Context: an optimization exercise on an open-source flow, tuned for small area. The choices shown serve that exercise and are no tape-out recipe.
At most, simulation tests tie the RTL to the original design; equivalence was not proved.

Setup of the previous run:
==> flow/design.v <==
module podlink_rx (
    input  wire         clk,
    input  wire         rst,             
    input  wire         cfg_dir,         
    input  wire         cfg_side,        
    input  wire         bit_en,          
    input  wire         bit_in,          
    output reg  [1:0]   rx_state,        
    output reg          frame_valid,     
    output wire [11:0]  frame_seq,
    output wire [47:0]  frame_hdr,
    output wire [47:0]  frame_mid,
    output wire [127:0] frame_payload,
    output reg  [31:0]  bad_frames,
    output reg  [15:0]  degraded_count,
    output reg  [15:0]  hunt_count
);
    localparam [9:0]  SYNC     = 10'b11_0000_0101;
    localparam [10:0] SCR_SEED = 11'h7FF;      
    localparam [10:0] LF_T0    = 11'h199;      
    localparam [15:0] CRC_W    = 16'h0DAA;     
    localparam [15:0] CRC_S0   = 16'h447A;     
    localparam [1:0]  ST_HUNT  = 2'd0;
    localparam [1:0]  ST_GOOD  = 2'd1;
    localparam [1:0]  ST_DEGR  = 2'd2;
    localparam [1:0]  PH_SLIDE = 2'd0;         
    localparam [1:0]  PH_SYNC  = 2'd1;         
    localparam [1:0]  PH_DATA  = 2'd2;         
    localparam [1:0]  PH_FCS   = 2'd3;         
    reg          bd;             
    reg          bed;            
    reg  [1:0]   phase;
    reg  [10:0]  lf;             
    reg  [223:0] sr;             
    reg  [15:0]  crc;
    reg          sync_ok;        
    wire         locked  = (rx_state != ST_HUNT);
    wire         t9      = lf[7] & lf[9];
    wire         t233    = ~lf[0] & ~lf[1] & ~lf[2] & lf[9] & ~lf[10];
    wire         t249    = lf[2] & lf[8] & lf[10];
    wire         scr_key = lf[10] ^ lf[8];
    wire         dbit    = bd ^ (scr_key & (phase == PH_DATA));
    wire         match   = ({sr[8:0], bd} == SYNC);
    wire [15:0]  crc_n   = {crc[14:0], 1'b0} ^ (crc[15] ? 16'h1021 : 16'h0000)
                                             ^ (bd ? CRC_W : 16'h0000);
    wire         fe      = bed & (phase == PH_FCS) & t249;    
    always @(posedge clk) begin
        bd  <= bit_in;
        bed <= bit_en & ~rst;
        if (bed && phase != PH_FCS)
            sr <= {sr[222:0], dbit};
        if (phase[1]) begin
            if (bed)
                crc <= crc_n;
        end else begin
            crc <= CRC_S0;
        end
        if (bed && phase == PH_SYNC && t9)
            sync_ok <= match;
        if (rst || fe)
            lf <= LF_T0;
        else if (phase == PH_SLIDE)
            lf <= SCR_SEED;
        else if (bed)
            lf <= {lf[9:0], scr_key};
        if (rst) begin
            phase <= PH_SYNC;
        end else if (bed) begin
            case (phase)
                PH_SLIDE: if (match) phase <= PH_DATA;
                PH_SYNC:  if (t9) phase <= (locked || match) ? PH_DATA : PH_SLIDE;
                PH_DATA:  if (t233) phase <= PH_FCS;
                default:  if (t249) phase <= PH_SYNC;
            endcase
        end
    end
    reg  [11:0]  last_seq;       
    reg  [3:0]   run;            
    reg          run_bad;        
    wire         cand_valid = run_bad;
    assign frame_seq     = last_seq;
    assign frame_hdr     = sr[223:176];
    assign frame_mid     = sr[175:128];
    assign frame_payload = sr[127:0];
    wire [3:0]   f_type  = sr[223:220];
    wire [3:0]   f_seqlo = sr[219:216];
    wire         f_type_ok = cfg_dir ? (f_type <= 4'd1) : (f_type <= 4'd5);
    wire         hdr_ok  = f_type_ok && (crc_n[15:12] == {cfg_dir, cfg_side, 2'b00}) &&
                           (crc_n[3:0] == f_seqlo);
    wire         seq_hi_ok = (crc_n[11:4] == last_seq[11:4] +
                                             {7'd0, (f_seqlo <= last_seq[3:0])});
    wire         seq_ok  = hdr_ok && seq_hi_ok;
    wire         good    = sync_ok && seq_ok;
    wire         confirm = cand_valid && seq_ok && (f_seqlo == last_seq[3:0] + 4'd1);
    wire [3:0]   bad_run  = run_bad ? run : 4'd0;
    wire [3:0]   good_run = run_bad ? 4'd0 : run;
    wire         judge_bad = fe && locked && !good;
    wire         to_degr   = judge_bad && rx_state == ST_GOOD && bad_run == 4'd2;
    wire         to_hunt   = judge_bad && bad_run == 4'd15;
    wire [32:0]  bf_c;
    wire [16:0]  dc_c;
    wire [16:0]  hc_c;
    assign bf_c[0] = judge_bad && !(&bad_frames);
    assign dc_c[0] = to_degr && !(&degraded_count);
    assign hc_c[0] = to_hunt && !(&hunt_count);
    genvar gi;
    generate
        for (gi = 0; gi < 32; gi = gi + 1) begin : g_bf
            if (gi == 15)
                assign bf_c[gi+1] = bf_c[0] & (&bad_frames[15:0]);
            else
                assign bf_c[gi+1] = bf_c[gi] & bad_frames[gi];
        end
        for (gi = 0; gi < 16; gi = gi + 1) begin : g_dh
            assign dc_c[gi+1] = dc_c[gi] & degraded_count[gi];
            assign hc_c[gi+1] = hc_c[gi] & hunt_count[gi];
        end
    endgenerate
    always @(posedge clk) begin
        bad_frames     <= (bad_frames ^ bf_c[31:0]) & {32{~rst}};
        degraded_count <= (degraded_count ^ dc_c[15:0]) & {16{~rst}};
        hunt_count     <= (hunt_count ^ hc_c[15:0]) & {16{~rst}};
    end
    always @(posedge clk) begin
        if (rst) begin
            rx_state       <= ST_HUNT;
            frame_valid    <= 1'b0;
            run_bad        <= 1'b0;
        end else begin
            frame_valid <= 1'b0;
            if (bed && phase == PH_SYNC && t9 && !locked && !match)
                run_bad <= 1'b0;
            if (fe) begin
                if (!locked || good)
                    last_seq <= crc_n[11:0];
                if (!locked) begin
                    run_bad <= hdr_ok && !confirm;
                    if (confirm) begin
                        rx_state <= ST_GOOD;
                        run      <= 4'd0;
                    end
                end else if (good) begin
                    frame_valid <= 1'b1;
                    run_bad     <= 1'b0;
                    if (rx_state == ST_DEGR) begin
                        if (good_run == 4'd15) begin
                            rx_state <= ST_GOOD;
                            run      <= 4'd0;
                        end else begin
                            run      <= good_run + 4'd1;
                        end
                    end else begin
                        run <= 4'd0;
                    end
                end else begin
                    if (bad_run == 4'd15) begin
                        rx_state <= ST_HUNT;
                        run      <= 4'd0;
                        run_bad  <= 1'b0;
                    end else begin
                        run      <= bad_run + 4'd1;
                        run_bad  <= 1'b1;
                        if (to_degr)
                            rx_state <= ST_DEGR;
                    end
                end
            end
        end
    end
endmodule
clock: 8.0 ns
lec_check: 0
cap_margin: 20
core_margin: 2
core_utilization: 40
place_density: 0.6
slew_margin: 20
standard.sh (not shown) runs the stock make flow with config.mk's settings and CLKGATE_MAP_FILE= SYNTH_SCRIPT=/design/flow/synth_recipe.tcl, a recipe that flattens the netlist after the stock synthesis.
==> flow/flow/run.sh <==
#!/bin/bash
# The standard ORFS layout (the standard.sh) with two changes:
#  - port buffers are buf_1 rather than the resizer's default pick
#  - clock tree built from clkbuf_8 with small sink clusters, no dummy loads
# ORFS writes each step's full log under orfs/logs/; make's own output goes
# to flow_make.log in this folder.
set -euo pipefail
export BUFFER_PORTS_ARGS="-buffer_cell sky130_fd_sc_hd__buf_1"
export CTS_ARGS="-sink_clustering_enable -repair_clock_nets -dont_use_dummy_load -buf_list sky130_fd_sc_hd__clkbuf_8 -sink_clustering_size 14 -sink_clustering_max_diameter 200"
bash standard.sh finish > flow_make.log 2>&1
In summary, the previous run completed successfully, with a layout that passed the timing, design-rule and antenna checks.
Input-level comparison between the current run and the previous run:
--- a/flow/design.v
+++ b/flow/design.v
@@ -15,17 +15,15 @@
     output reg  [15:0]  degraded_count,
     output reg  [15:0]  hunt_count
 );
     localparam [9:0]  SYNC     = 10'b11_0000_0101;
-    localparam [10:0] SCR_SEED = 11'h7FF;      
     localparam [10:0] LF_T0    = 11'h199;      
     localparam [15:0] CRC_W    = 16'h0DAA;     
     localparam [15:0] CRC_S0   = 16'h447A;     
     localparam [1:0]  ST_HUNT  = 2'd0;
     localparam [1:0]  ST_GOOD  = 2'd1;
     localparam [1:0]  ST_DEGR  = 2'd2;
-    localparam [1:0]  PH_SLIDE = 2'd0;         
-    localparam [1:0]  PH_SYNC  = 2'd1;         
+    localparam [1:0]  PH_SYNC  = 2'd0;         
     localparam [1:0]  PH_DATA  = 2'd2;         
     localparam [1:0]  PH_FCS   = 2'd3;         
     reg          bd;             
     reg          bed;            
@@ -43,8 +41,9 @@
     wire         match   = ({sr[8:0], bd} == SYNC);
     wire [15:0]  crc_n   = {crc[14:0], 1'b0} ^ (crc[15] ? 16'h1021 : 16'h0000)
                                              ^ (bd ? CRC_W : 16'h0000);
     wire         fe      = bed & (phase == PH_FCS) & t249;    
+    wire         hold9   = (phase == PH_SYNC) & t9 & !locked & !match;
     always @(posedge clk) begin
         bd  <= bit_in;
         bed <= bit_en & ~rst;
         if (bed && phase != PH_FCS)
@@ -58,20 +57,18 @@
         if (bed && phase == PH_SYNC && t9)
             sync_ok <= match;
         if (rst || fe)
             lf <= LF_T0;
-        else if (phase == PH_SLIDE)
-            lf <= SCR_SEED;
-        else if (bed)
+        else if (bed && !hold9)
             lf <= {lf[9:0], scr_key};
         if (rst) begin
             phase <= PH_SYNC;
         end else if (bed) begin
             case (phase)
-                PH_SLIDE: if (match) phase <= PH_DATA;
-                PH_SYNC:  if (t9) phase <= (locked || match) ? PH_DATA : PH_SLIDE;
+                PH_SYNC:  if (t9 && (locked || match)) phase <= PH_DATA;
                 PH_DATA:  if (t233) phase <= PH_FCS;
-                default:  if (t249) phase <= PH_SYNC;
+                PH_FCS:   if (t249) phase <= PH_SYNC;
+                default:  ;
             endcase
         end
     end
     reg  [11:0]  last_seq;       
- Status: non-filler instance count after layout parity (the previous run, the current run)
- The current run ended with every stage complete and zero timing, DRC or antenna violations.
- Having completed the whole flow, the previous run delivered a layout that passed the timing, design-rule and antenna checks.
- Total congestion overflow: the current run vs the previous run identical
- Detailed route wirelength on metal2 (the current run vs. the previous run) decreases by a few percent
- In terms of full die area, the previous run and the current run differ only marginally.
- The current run improves on the previous run in setup slack.
- Min met3 layer usage reported by global route across the previous run and the current run: the previous run
- Delta (the current run minus the previous run): fill cell instance count of the final layout moved up, initial core utilization level.
The RTL of the current run was laid out without a check of its function.

## re-timing with driven ports
The flow's constraints put no driver on any port. The routed layouts listed below were extracted and timed again, unchanged, in two steps.
Step 1 sets driving cells, clkbuf_16 on the clock port and buf_2 on the other inputs (assumed; they add their load-dependent delay and slew).
Step 2 times the ports against the registers' clock, not the clock port: input delays grow and output delays shrink by t, the midpoint of the rising clock arrivals with the driver on.
Slacks: ideal ports / drivers / drivers and shift; pairs: ideal ports / drivers.
run	t, ns	slack for setup (ns)	hold slack, ns	worst setup path at the end	worst register clock-pin slew, ns
the previous run	0.602	1.613 / 1.613 / 1.524	0.396 / 0.396 / 0.396	input to register	0.10 / 0.10
the current run	0.598	1.709 / 1.709 / 1.617	0.451 / 0.451 / 0.451	input to register	0.10 / 0.10
After both steps setup and hold are still met in every run listed. The setup slack of the current run, which loses most, moves by 0.000 ns with the drivers and by -0.092 ns with both steps.
